This is an optimization exercise on Yosys and OpenROAD, whose aim is small area, a short achievable clock period and few clock cycles per item, not a production implementation.
Function was checked by simulation only, so behaviour that the tests miss may differ from the original.
The flow treats the clock pin as an ideal source, which a real chip does not have.

## build 30
==> flow/design.v (excerpt) <==
module stitch_blend (
    input  wire        clk,
    input  wire        rst,
    input  wire        in_valid,
    output wire        in_ready,
    input  wire        in_sol,       
    input  wire        in_apron,     
    input  wire [11:0] in_bg_y,
    input  wire [11:0] in_bg_cb,
    input  wire [11:0] in_bg_cr,
    input  wire [7:0]  in_vis,       
    input  wire [7:0]  in_cov,       
    input  wire [95:0] in_y,         
    input  wire [95:0] in_cb,
    input  wire [95:0] in_cr,
    input  wire [79:0] in_pa,        
    input  wire [79:0] in_ga,        
    output reg         out_valid,
    input  wire        out_ready,
    output reg         out_sol,
    output wire [9:0]  out_y,
    output wire [9:0]  out_c         
);
Size in the first run: roughly 2500 cells after synthesis, about 140 flip-flops, roughly 530 I/O pins, ~0.027 sq mm of cells after synthesis.
==> flow/config.mk <==
export PLATFORM = sky130hd
export DESIGN_NAME = stitch_blend
export DESIGN_NICKNAME = stitch_blend
export VERILOG_FILES = /design/flow/design.v
export SDC_FILE = /design/flow/constraint.sdc
export NUM_CORES = 4
export LEC_CHECK = 0
export CAP_MARGIN = 20
export CORE_MARGIN = 2
export CORE_UTILIZATION = 40
export SLEW_MARGIN = 20
export SYNTH_HIERARCHICAL = 1
export SYNTH_MINIMUM_KEEP_SIZE = 0
==> flow/constraint.sdc <==
create_clock -name core_clock -period 22.0 [get_ports {clk}]
set_input_delay 4.4000 -clock core_clock [delete_from_list [all_inputs] [get_ports {clk}]]
set_output_delay 4.4000 -clock core_clock [all_outputs]
set_load 0.01 [all_outputs]
standard.sh (not shown) runs the stock make flow with config.mk's settings and CLKGATE_MAP_FILE= SYNTH_SCRIPT=/design/flow/synth_recipe.tcl, a recipe that flattens the netlist after the stock synthesis.
==> flow/flow/run.sh <==
#!/bin/bash
# Standard layout, with the smallest buffer on every input and output port,
# and timing repair aimed at a setup slack margin well above zero.
set -euo pipefail
export BUFFER_PORTS_ARGS="-buffer_cell sky130_fd_sc_hd__buf_1"
export SETUP_SLACK_MARGIN=11.5
bash standard.sh > standard.log 2>&1
Testbench counts of build 30, summed over its fixed seeds: cycles 22,632, pixels 19,200.
The inputs of build 68 differ from those of build 30 as listed below.
- swapping 40 for 50 in CORE_UTILIZATION
diff --git a/flow/flow/run.sh b/flow/flow/run.sh
--- a/flow/flow/run.sh
+++ b/flow/flow/run.sh
@@ -5,3 +5,3 @@
 export BUFFER_PORTS_ARGS="-buffer_cell sky130_fd_sc_hd__buf_1"
-export SETUP_SLACK_MARGIN=11.5
+export SETUP_SLACK_MARGIN=11
 bash standard.sh > standard.log 2>&1
Findings:
- Worst setup slack after layout was higher in build 30 than in build 68.
- Status: number of nets in the layout parity (build 68, build 30)
- Of build 30 and build 68, build 68 shows the higher multi-input combinational area share, with build 30 below it.
- Comparing build 30 and build 68, the lower die extent in y was measured on build 68.
- Delta (build 68 minus build 30): fraction of area in registers now sits at about the same level, total clock buffers created by CTS now sits at about the same level, final hold slack now sits higher, clock skew now sits at about the same level.
- Re flip-flop and latch count: no difference whatsoever between build 68 and build 30.
- Global-route usage over all layers, build 30 and build 68: higher on build 68
- Compared build 68 against build 30; clock transition time at the flip-flop clock pins of the worst setup and hold paths within noise.
Edits applied to the flow inputs when going from build 68 to build 18:
- CTS_CLUSTER_DIAMETER: unset -> 80
- CORE_UTILIZATION: 50 -> 40
- CTS_BUF_LIST: unset -> sky130_fd_sc_hd__clkbuf_8
- CTS_CLUSTER_SIZE: unset -> 40
## What came out
Max freq build 68 -> build 18: improved
Against build 68, total length of routed met2 wires in build 18 rose by a few percent.
The number of H-tree branching levels on build 18 is in line with that on build 68.
What build 48 does differently from build 18 at the input level:
- removing CTS_CLUSTER_DIAMETER (formerly 80)
- removing CTS_CLUSTER_SIZE (formerly 40)
==> flow/flow/run.sh <==
#!/bin/bash
# Standard layout, with the smallest buffer on every input and output port,
# timing repair aimed at a setup slack margin well above zero, and a
# recovery pass after clock tree synthesis that sizes down cells off the
# critical paths.
set -euo pipefail
export BUFFER_PORTS_ARGS="-buffer_cell sky130_fd_sc_hd__buf_1"
export SETUP_SLACK_MARGIN=11
export POST_CTS_TCL="$PWD/flow/recover.tcl"
bash standard.sh > standard.log 2>&1
==> flow/flow/recover.tcl (new file) <==
# After clock tree synthesis: size down cells whose paths have slack to spare
# (power/area recovery), then legalize the placement again.
log_cmd estimate_parasitics -placement
log_cmd repair_timing -recover_power 100 -setup_margin 11 -verbose
log_cmd detailed_placement
check_placement -verbose
Findings:
Diff build 18..build 48 | wire length of the first global-routing pass | negligible
When build 48 is measured against build 18, its post-layout worst setup margin turns out 21 ps lower.
Transition time at the pin with the least slew margin for build 48 is higher than for build 18.
Any difference in routed wire length between build 18 and build 48 is small enough to ignore.
Via count (build 48 vs. build 18) increases slightly
| global routing usage summed across all routing layers | build 48 vs build 18 | ≈ equal |
On highest clock frequency the design can meet, build 48 tracks build 18 almost exactly.
diff inputs: build 48 => build 22
==> flow/flow/run.sh <==
#!/bin/bash
# Standard layout, with the smallest buffer on every input and output port,
# and timing repair aimed at a setup slack margin well above zero.
set -euo pipefail
export BUFFER_PORTS_ARGS="-buffer_cell sky130_fd_sc_hd__buf_1"
export SETUP_SLACK_MARGIN=11
bash standard.sh > standard.log 2>&1
removed: flow/flow/recover.tcl
Results
- Diff build 48 -> build 22 | non-clock buffer contribution to total cell area | decrease of 0.56 points
- On share of cell area taken by flip-flops and latches, build 48 and build 22 are neck and neck.
- From build 48 to build 22 the numbers moved as follows: critical path depth fell by 2; area growth from synthesis to final layout fell by 0.63 points; design area fell by 170 sq um; via count fell by about 0.55%.
- Fmax delta (build 22 -> build 48): insignificant
- In the reports for build 48 and build 22, the smaller transition time of the tightest slew-check pin belongs to build 22.
For build 14, these inputs were changed with respect to build 22:
- CTS_BUF_LIST no longer set, was sky130_fd_sc_hd__clkbuf_8
==> comparison <==
Build 14 against build 22: area share of buffers outside the clock network did not really move; sequential share of layout area now sits at about the same level.
Build 14 vs. build 22: global-route usage has remained practically unchanged, post-synthesis to final-layout area growth has increased.
Antenna cell count ends up higher on build 22.
Result: PASS for each of build 14 and build 22
Height of the die: build 14 vs build 22 identical
Routed via count: build 22 vs build 14, no meaningful difference

-- re-timing with driven ports --
The flow's constraints put no driver on any port. The routed layouts listed below were extracted and timed again, unchanged, in two steps.
Step 1 sets driving cells, clkbuf_16 on the clock port and buf_2 on the other inputs (assumed; they add their load-dependent delay and slew).
Step 2 also shifts input and output timing later by t, the mid clock arrival at the registers, as if the neighbouring blocks saw the same clock.
Slacks: no drivers / after step 1 / after step 2; pairs: no drivers / after step 1.
run | t, ns | setup WS [ns] | worst hold slack (ns) | worst setup path at the end | cell pins on the clock port's net
build 30 | 0.571 | 10.981 / 10.917 / 10.917 | 0.469 / 0.469 / 0.469 | input to output | 1
build 68 | 0.542 | 10.950 / 10.914 / 10.914 | 0.490 / 0.490 / 0.490 | input to output | 1
build 18 | 0.639 | 10.986 / 10.930 / 10.930 | 0.472 / 0.472 / 0.472 | input to output | 1
build 48 | 0.637 | 10.965 / 10.916 / 10.916 | 0.474 / 0.474 / 0.474 | input to output | 1
build 22 | 0.639 | 10.986 / 10.930 / 10.930 | 0.472 / 0.472 / 0.472 | input to output | 1
build 14 | 0.571 | 10.967 / 10.923 / 10.923 | 0.470 / 0.470 / 0.470 | input to output | 1
After both steps every run listed still meets setup and hold. For build 30, which loses most, drivers alone change the setup slack by -0.064 ns; drivers and shift together by -0.064 ns.
